Context: an optimization exercise on an open-source flow, tuned for small area, a short achievable clock period and few clock cycles. The choices shown serve that exercise and are no tape-out recipe. Function was checked by simulation only, so behaviour that the tests miss may differ from the original. Power figures rest on the tool's default switching activity, not on a simulated workload.

Setup of job 101:
==> flow/design.v (excerpt) <==
module sha256_raw (
    input  wire         clk,
    input  wire         rst,           
    input  wire         start,         
    input  wire         init,          
    input  wire [255:0] state_in,      
    input  wire [7:0]   nblk,          
    output wire         idle,
    output reg          done,          
    output wire [255:0] state_out,
    input  wire         msg_valid,
    input  wire [31:0]  msg_data,
    output wire         msg_ready
);
Size in the first run: about 7000 cells after synthesis, ~1200 flip-flops, ~560 I/O pins, ~71000 um^2 of cells after synthesis.
Settings: LEC_CHECK=0, CAP_MARGIN=20, CORE_MARGIN=2, CORE_UTILIZATION=40, SLEW_MARGIN=20; clock period 10.0 ns.
standard.sh (not shown) runs the stock make flow with config.mk's settings and CLKGATE_MAP_FILE= SYNTH_SCRIPT=/design/flow/synth_recipe.tcl, a recipe that flattens the netlist after the stock synthesis.
==> flow/flow/run.sh <==
#!/bin/bash
# The standard layout (standard.sh), with the smallest buffer cell on the
# ports and timing repair aiming 5.5 ns past the clock period.
export BUFFER_PORTS_ARGS="-buffer_cell sky130_fd_sc_hd__buf_1"
export SETUP_SLACK_MARGIN=5.5
bash standard.sh > standard.log 2>&1
Both conditions hold for job 101: the flow ran to the end and the final layout passed the timing, DRC and antenna checks.
Testbench counts of job 101, summed over its fixed seeds: cycles 120,520.
Here is what was changed in the inputs of job 102 compared with job 101.
Settings: CTS_CLUSTER_DIAMETER now 80, previously not set; CTS_CLUSTER_SIZE now 30, previously not set; CORE_UTILIZATION now 52, was 40.
--- outcome ---
Count of mapped cells out of synthesis across job 102 and job 101: no real change. Combinational share of power, job 102 and job 101: smaller value in job 101. Between job 102 and job 101, the difference in synthesized flop and latch total is negligible. On smallest setup slack after layout, the lower figure sits with job 101, not job 102.
Modified inputs, job 103 compared to job 102
Settings: CTS_CLUSTER_DIAMETER removed (was 80); CTS_CLUSTER_SIZE removed (was 30); SETUP_SLACK_MARGIN newly set to 5; CORE_UTILIZATION changed from 52 to 40.
diff --git a/flow/flow/run.sh b/flow/flow/run.sh
--- a/flow/flow/run.sh
+++ b/flow/flow/run.sh
@@ -3 +3 @@
-# ports and timing repair aiming 5.5 ns past the clock period.
+# ports instead of the one buffer_ports picks by default.
@@ -5 +4,0 @@
-export SETUP_SLACK_MARGIN=5.5
--- outcome ---
- From job 102 to job 103 the numbers moved as follows: latest clock arrival within the worst-skew pair climbed 40 ps, via count dropped 0.53%, synthesized cell count barely changed, share of cell area taken by flip-flops and latches dropped 0.70 points, cell area after layout climbed 1.6%.

Setup of v21:
sha256_raw again, from the RTL that the note above started with.
==> flow/config.mk <==
export PLATFORM = sky130hd
export DESIGN_NAME = sha256_raw
export DESIGN_NICKNAME = sha256_raw
export VERILOG_FILES = /design/flow/design.v
export SDC_FILE = /design/flow/constraint.sdc
export NUM_CORES = 4
export LEC_CHECK = 0
export CAP_MARGIN = 20
export CORE_MARGIN = 2
export CORE_UTILIZATION = 40
export CTS_CLUSTER_DIAMETER = 80
export CTS_CLUSTER_SIZE = 30
export SLEW_MARGIN = 20
==> flow/constraint.sdc <==
create_clock -name core_clock -period 10.0 [get_ports {clk}]
set_input_delay 2.0000 -clock core_clock [delete_from_list [all_inputs] [get_ports {clk}]]
set_output_delay 2.0000 -clock core_clock [all_outputs]
set_load 0.01 [all_outputs]
==> flow/flow/run.sh <==
#!/bin/bash
# The standard layout (standard.sh), with the smallest buffer cell on the
# ports and timing repair aiming 5.6 ns past the clock period.
export BUFFER_PORTS_ARGS="-buffer_cell sky130_fd_sc_hd__buf_1"
export SETUP_SLACK_MARGIN=5.6
bash standard.sh > standard.log 2>&1
Testbench counts of v21, summed over its fixed seeds: cycles 120,520.
> inputs changed (v21 -> v51)
==> flow/flow/run.sh <==
#!/bin/bash
# The standard layout (standard.sh), with the smallest buffer cell on the
# ports and timing repair aiming 5.5 ns past the clock period.
export BUFFER_PORTS_ARGS="-buffer_cell sky130_fd_sc_hd__buf_1"
export SETUP_SLACK_MARGIN=5.5
bash standard.sh > standard.log 2>&1
--- a/flow/config.mk
+++ b/flow/config.mk
@@ -9,3 +9,3 @@
 export CORE_MARGIN = 2
-export CORE_UTILIZATION = 40
+export CORE_UTILIZATION = 30
 export CTS_CLUSTER_DIAMETER = 80
==> run summary <==
Reported for v51 and v21, post-synth design cell area turned out identical to the last digit.
[compare] base=v21 new=v51: fmax has increased; die area +0.059 sq mm; via count of the first global-routing pass +1219.
Summary of the comparison: post-placement worst setup slack is higher in v51, relative to v21.
Final estimated routing congestion in global placement: v51 < v21
v51 vs v21 on core utilization: v51 is the lower one.
Combinational power: v21 vs v51, no meaningful difference
--- input diff v51..v28 ---
--- a/flow/config.mk
+++ b/flow/config.mk
@@ -9,3 +9,3 @@
 export CORE_MARGIN = 2
-export CORE_UTILIZATION = 30
+export CORE_UTILIZATION = 40
 export CTS_CLUSTER_DIAMETER = 80
Results
Timing, DRC, antenna: 0 failures across v51 and v28. From v51 to v28 the numbers moved as follows: synthesized-area fraction occupied by xor and xnor cells did not really move, violation count after the first detailed-routing iteration went down, routed wire length went down, first-pass GRT wire length went down, arrival time at the worst endpoint went up. | time the final worst path needs with I/O delays and setup | v28 vs v51 | 0.033 ns higher |.

sha256_raw again, from the RTL that the note above started with.
Settings: LEC_CHECK=0, CAP_MARGIN=20, CORE_MARGIN=2, CORE_UTILIZATION=40, CTS_CLUSTER_DIAMETER=80, CTS_CLUSTER_SIZE=30, SLEW_MARGIN=20, TNS_END_PERCENT=10; clock period 10.0 ns.
==> flow/flow/run.sh <==
#!/bin/bash
# The standard layout (standard.sh), with the smallest buffer cell on the
# ports and timing repair aiming 5.5 ns past the clock period.
export BUFFER_PORTS_ARGS="-buffer_cell sky130_fd_sc_hd__buf_1"
export SETUP_SLACK_MARGIN=5.5
bash standard.sh > standard.log 2>&1
The first run produced a clean layout.
Testbench counts at the start, summed over its fixed seeds: cycles 120,520.
Rerun with:
==> flow/flow/run.sh (replaced) <==
#!/bin/bash
# The standard layout (standard.sh), with the smallest buffer cell on the
# ports and timing repair aiming 6.5 ns past the clock period.
export BUFFER_PORTS_ARGS="-buffer_cell sky130_fd_sc_hd__buf_1"
export SETUP_SLACK_MARGIN=6.5
bash standard.sh > standard.log 2>&1
Settings changed: CTS_CLUSTER_DIAMETER 80 to default, CTS_CLUSTER_SIZE 30 to default, TNS_END_PERCENT 10 to default.
Setup slack is better by 0.11 ns.
Maximum frequency came out higher by 2.5%.
Final area increases by 20%.
Clock skew drops by 0.034 ns.
First-iteration DRC count came out higher by 12%.
Clock-buffer cell count went up by 86.
Power rises by 31%.
Utilization goes up by 9.2 points.

The RTL this note starts from:
==> flow/design.v <==
module sha256_raw (
    input  wire         clk,
    input  wire         rst,           
    input  wire         start,         
    input  wire         init,          
    input  wire [255:0] state_in,      
    input  wire [7:0]   nblk,          
    output wire         idle,
    output reg          done,          
    output wire [255:0] state_out,
    input  wire         msg_valid,
    input  wire [31:0]  msg_data,
    output wire         msg_ready
);
    reg         busy;           
    reg         pre;            
    reg  [5:0]  t;              
    reg  [7:0]  left;           
    reg  [31:0] h0, h1, h2, h3, h4, h5, h6, h7;    
    reg  [31:0] A, B, C, E, F, G, T;
    reg  [31:0] XT;             
    reg  [31:0] XE;             
    reg  [31:0] w [0:15];       
    reg  [31:0] kr;             
    reg  [31:0] PT, PE;         
    reg  [31:0] S;              
    reg         t60, t61, t62, t63, last, needword;
    wire [5:0]  tn = t + 6'd1;
    wire        lastn = t63 & ~pre ? (left == 8'd2) : last;
    wire en = busy & (~needword | msg_valid);
    assign idle      = ~busy;
    assign msg_ready = busy & needword;
    assign state_out = {h0, h1, h2, h3, h4, h5, h6, h7};
    reg [31:0] kn;
    always @(*) begin
        case (t)
            6'd0:  kn = 32'h3956c25b; 6'd1:  kn = 32'h59f111f1;
            6'd2:  kn = 32'h923f82a4; 6'd3:  kn = 32'hab1c5ed5;
            6'd4:  kn = 32'hd807aa98; 6'd5:  kn = 32'h12835b01;
            6'd6:  kn = 32'h243185be; 6'd7:  kn = 32'h550c7dc3;
            6'd8:  kn = 32'h72be5d74; 6'd9:  kn = 32'h80deb1fe;
            6'd10: kn = 32'h9bdc06a7; 6'd11: kn = 32'hc19bf174;
            6'd12: kn = 32'he49b69c1; 6'd13: kn = 32'hefbe4786;
            6'd14: kn = 32'h0fc19dc6; 6'd15: kn = 32'h240ca1cc;
            6'd16: kn = 32'h2de92c6f; 6'd17: kn = 32'h4a7484aa;
            6'd18: kn = 32'h5cb0a9dc; 6'd19: kn = 32'h76f988da;
            6'd20: kn = 32'h983e5152; 6'd21: kn = 32'ha831c66d;
            6'd22: kn = 32'hb00327c8; 6'd23: kn = 32'hbf597fc7;
            6'd24: kn = 32'hc6e00bf3; 6'd25: kn = 32'hd5a79147;
            6'd26: kn = 32'h06ca6351; 6'd27: kn = 32'h14292967;
            6'd28: kn = 32'h27b70a85; 6'd29: kn = 32'h2e1b2138;
            6'd30: kn = 32'h4d2c6dfc; 6'd31: kn = 32'h53380d13;
            6'd32: kn = 32'h650a7354; 6'd33: kn = 32'h766a0abb;
            6'd34: kn = 32'h81c2c92e; 6'd35: kn = 32'h92722c85;
            6'd36: kn = 32'ha2bfe8a1; 6'd37: kn = 32'ha81a664b;
            6'd38: kn = 32'hc24b8b70; 6'd39: kn = 32'hc76c51a3;
            6'd40: kn = 32'hd192e819; 6'd41: kn = 32'hd6990624;
            6'd42: kn = 32'hf40e3585; 6'd43: kn = 32'h106aa070;
            6'd44: kn = 32'h19a4c116; 6'd45: kn = 32'h1e376c08;
            6'd46: kn = 32'h2748774c; 6'd47: kn = 32'h34b0bcb5;
            6'd48: kn = 32'h391c0cb3; 6'd49: kn = 32'h4ed8aa4a;
            6'd50: kn = 32'h5b9cca4f; 6'd51: kn = 32'h682e6ff3;
            6'd52: kn = 32'h748f82ee; 6'd53: kn = 32'h78a5636f;
            6'd54: kn = 32'h84c87814; 6'd55: kn = 32'h8cc70208;
            6'd56: kn = 32'h90befffa; 6'd57: kn = 32'ha4506ceb;
            6'd58: kn = 32'hbef9a3f7; 6'd59: kn = 32'hc67178f2;
            6'd60: kn = 32'h428a2f98; 6'd61: kn = 32'h71374491;
            6'd62: kn = 32'hb5c0fbcf; default: kn = 32'he9b5dba5;
        endcase
    end
    wire [31:0] S1  = {E[5:0], E[31:6]} ^ {E[10:0], E[31:11]} ^ {E[24:0], E[31:25]};
    wire [31:0] CH  = (E & F) ^ (~E & G);
    wire [31:0] S0  = {A[1:0], A[31:2]} ^ {A[12:0], A[31:13]} ^ {A[21:0], A[31:22]};
    wire [31:0] MJ  = (A & B) | (C & (A | B));
    wire [31:0] as1 = T ^ S0 ^ MJ;
    wire [31:0] ac1 = (T & S0) | (MJ & (T | S0));
    wire [31:0] A_new = as1 + {ac1[30:0], 1'b0};
    wire [31:0] ts1 = XT ^ S1 ^ CH;
    wire [31:0] tc1 = (XT & S1) | (CH & (XT | S1));
    wire [31:0] T_new = ts1 + {tc1[30:0], 1'b0};
    wire [31:0] es1 = XE ^ S1 ^ CH;
    wire [31:0] ec1 = (XE & S1) | (CH & (XE | S1));
    wire [31:0] E_new = es1 + {ec1[30:0], 1'b0};
    wire [31:0] hsa   = ({32{t61}} & h3) | ({32{t62}} & h2) | ({32{t63}} & h1);
    wire [31:0] hse   = ({32{t60}} & h7) | ({32{t61}} & h6) | ({32{t62}} & h5);
    wire [31:0] sum_a = hsa + A;
    wire [31:0] sum_e = hse + E;
    wire        zk  = pre & t60;    
    wire [31:0] xw  = {32{~zk}} & w[15];
    wire [31:0] x0  = {32{t60}} & h0;
    wire [31:0] x4  = {32{t60}} & h4;
    wire [31:0] pts = kr ^ xw ^ x0;
    wire [31:0] ptc = (kr & xw) | (x0 & (kr | xw));
    wire [31:0] PT_new = pts + {ptc[30:0], 1'b0};
    wire [31:0] pes = kr ^ xw ^ x4;
    wire [31:0] pec = (kr & xw) | (x4 & (kr | xw));
    wire [31:0] PE_new = pes + {pec[30:0], 1'b0};
    wire [31:0] gs  = ({32{t62}} & h7) | ({32{~t62}} & G);
    wire [31:0] bs  = ({32{t62}} & h3) | ({32{t63}} & h2) | ({32{~(t62 | t63)}} & B);
    wire [31:0] XT_new = gs + PT;
    wire [31:0] qs1 = bs ^ gs ^ PE;
    wire [31:0] qc1 = (bs & gs) | (PE & (bs | gs));
    wire [31:0] XE_new = qs1 + {qc1[30:0], 1'b0};
    wire [31:0] ws0   = {w[2][6:0], w[2][31:7]} ^ {w[2][17:0], w[2][31:18]} ^ (w[2] >> 3);
    wire [31:0] wps   = w[1] ^ w[10] ^ ws0;
    wire [31:0] wpc   = (w[1] & w[10]) | (ws0 & (w[1] | w[10]));
    wire [31:0] S_new = wps + {wpc[30:0], 1'b0};
    wire [31:0] ws1   = {w[14][16:0], w[14][31:17]} ^ {w[14][18:0], w[14][31:19]} ^ (w[14] >> 10);
    wire [31:0] wnext = S + ws1;
    integer i;
    always @(posedge clk) begin
        if (rst) begin
            busy <= 1'b0;
            done <= 1'b0;
        end else begin
            done <= en & t63 & ~pre & last;
            if (!busy) begin
                t60 <= 1'b1; t61 <= 1'b0; t62 <= 1'b0; t63 <= 1'b0;
                needword <= 1'b1;
                last <= (nblk == 8'd1);
                if (start) begin
                    busy <= 1'b1;
                    pre  <= 1'b1;
                    t    <= 6'd60;
                    left <= nblk;
                end
            end else if (en) begin
                t <= tn;
                t60 <= (tn == 6'd60); t61 <= (tn == 6'd61);
                t62 <= (tn == 6'd62); t63 <= (tn == 6'd63);
                last <= lastn;
                needword <= (tn <= 6'd11) | ((tn >= 6'd60) & ((pre & ~t63) | ~lastn));
                if (t63) begin
                    pre <= 1'b0;
                    if (!pre) begin
                        left <= left - 8'd1;
                        if (last)
                            busy <= 1'b0;
                    end
                end
            end
        end
    end
    always @(posedge clk) begin
        if (!busy) begin
            if (init) begin
                h0 <= 32'h6a09e667; h1 <= 32'hbb67ae85;
                h2 <= 32'h3c6ef372; h3 <= 32'ha54ff53a;
                h4 <= 32'h510e527f; h5 <= 32'h9b05688c;
                h6 <= 32'h1f83d9ab; h7 <= 32'h5be0cd19;
            end else begin
                h0 <= state_in[255:224]; h1 <= state_in[223:192];
                h2 <= state_in[191:160]; h3 <= state_in[159:128];
                h4 <= state_in[127:96];  h5 <= state_in[95:64];
                h6 <= state_in[63:32];   h7 <= state_in[31:0];
            end
        end else if (en) begin
            if (t60) h7 <= sum_e;
            if (t61) begin h3 <= sum_a; h6 <= sum_e; end
            if (t62) begin h2 <= sum_a; h5 <= sum_e; h4 <= E_new; end
            if (t63) begin h1 <= sum_a; h0 <= A_new; end
        end
    end
    always @(posedge clk) begin
        if (!busy) begin
            A <= 32'd0; B <= 32'd0; C <= 32'd0; T <= 32'd0;
            E <= 32'd0; F <= 32'd0; G <= 32'd0; XT <= 32'd0; XE <= 32'd0;
            kr <= 32'd0; PT <= 32'd0; PE <= 32'd0;
        end else if (en) begin
            A  <= A_new;
            B  <= t63 ? sum_a : A;
            C  <= t63 ? h2 : B;
            T  <= T_new;
            E  <= E_new;
            F  <= t62 ? sum_e : E;
            G  <= t62 ? h6 : F;
            XT <= XT_new;
            XE <= XE_new;
            kr <= kn;
            PT <= PT_new;
            PE <= PE_new;
        end
    end
    always @(posedge clk) begin
        if (en) begin
            for (i = 0; i < 15; i = i + 1) w[i] <= w[i+1];
            w[15] <= needword ? msg_data : wnext;
            S <= S_new;
        end
    end
endmodule
export LEC_CHECK = 0
export CAP_MARGIN = 20
export CORE_MARGIN = 2
export CORE_UTILIZATION = 40
export SLEW_MARGIN = 20
create_clock -name core_clock -period 10.0 [get_ports {clk}]
==> flow/flow/run.sh <==
#!/bin/bash
# The standard layout (standard.sh), with the smallest buffer cell on the
# ports and timing repair aiming 5.75 ns past the clock period.
export BUFFER_PORTS_ARGS="-buffer_cell sky130_fd_sc_hd__buf_1"
export SETUP_SLACK_MARGIN=5.75
bash standard.sh > standard.log 2>&1
Testbench counts at the start, summed over its fixed seeds: cycles 120,520.
Rerun with:
--- a/flow/flow/run.sh
+++ b/flow/flow/run.sh
@@ -3 +3 @@
-# ports and timing repair aiming 5.75 ns past the clock period.
+# ports and timing repair aiming 6 ns past the clock period.
@@ -5 +5 @@
-export SETUP_SLACK_MARGIN=5.75
+export SETUP_SLACK_MARGIN=6
Setup slack gets better by 0.018 ns.
Routed wire length climbs by 3.4%.
Fmax rose by 0.42%.
Clock power hardly moves.
Sequential share of layout area decreases by 1.8 points.
Global-route usage grows by 0.70 points.
First-iteration DRC count went up by 2.2%.
Die area stays the same.
Flip-flop and latch count does not change.
Rerun with:
--- a/flow/flow/run.sh
+++ b/flow/flow/run.sh
@@ -3 +3 @@
-# ports and timing repair aiming 6 ns past the clock period.
+# ports and timing repair aiming 5.5 ns past the clock period.
@@ -5 +5 @@
-export SETUP_SLACK_MARGIN=6
+export SETUP_SLACK_MARGIN=5.5
CTS_CLUSTER_DIAMETER = 60   (was unset)
CTS_CLUSTER_SIZE = 25   (was unset)
Clock skew went up by 0.040 ns.
Combinational power shrinks by about 15%.
Count of clock-buffer cells in the layout is lower by 43.

[static timing again, ports no longer ideal]
Ports are ideal in the flow. The routed layouts listed here were re-timed in OpenROAD. Step 1 (the two cells are an assumption about what drives the block):
set clk [get_ports {clk}]
set_driving_cell -lib_cell sky130_fd_sc_hd__clkbuf_16 $clk
set_driving_cell -lib_cell sky130_fd_sc_hd__buf_2 [delete_from_list [all_inputs] $clk]
Step 2 also shifts input and output timing later by t, the mid clock arrival at the registers, as if the neighbouring blocks saw the same clock. Three values: ideal, step 1, step 2; two values: the first two.
run | shift t [ns] | setup WS [ns] | latest minus earliest clock arrival (ns)
job 101 | 0.872 | 5.525 / 5.430 / 4.821 | 0.042 / 0.042
job 102 | 0.820 | 5.547 / 5.547 / 5.055 | 0.069 / 0.069
job 103 | 0.884 | 5.079 / 5.079 / 4.295 | 0.044 / 0.044
v21 | 0.843 | 5.500 / 5.500 / 5.005 | 0.076 / 0.076
v51 | 0.856 | 5.524 / 5.524 / 4.772 | 0.115 / 0.116
v28 | 0.849 | 5.492 / 5.421 / 4.858 | 0.056 / 0.056
the first run of note 3 | 0.829 | 5.415 / 5.415 / 4.658 | 0.070 / 0.070
the second run of note 3 | 0.889 | 5.528 / 5.528 / 5.528 | 0.048 / 0.049
the first run of note 4 | 0.889 | 5.578 / 5.578 / 5.236 | 0.044 / 0.044
the second run of note 4 | 0.891 | 5.597 / 5.597 / 5.125 | 0.039 / 0.039
the third run of note 4 | 0.876 | 5.559 / 5.558 / 4.857 | 0.074 / 0.074
After both steps every run listed still meets setup and hold. For job 103, which loses most, drivers alone change the setup slack by 0.000 ns; drivers and shift together by -0.784 ns.
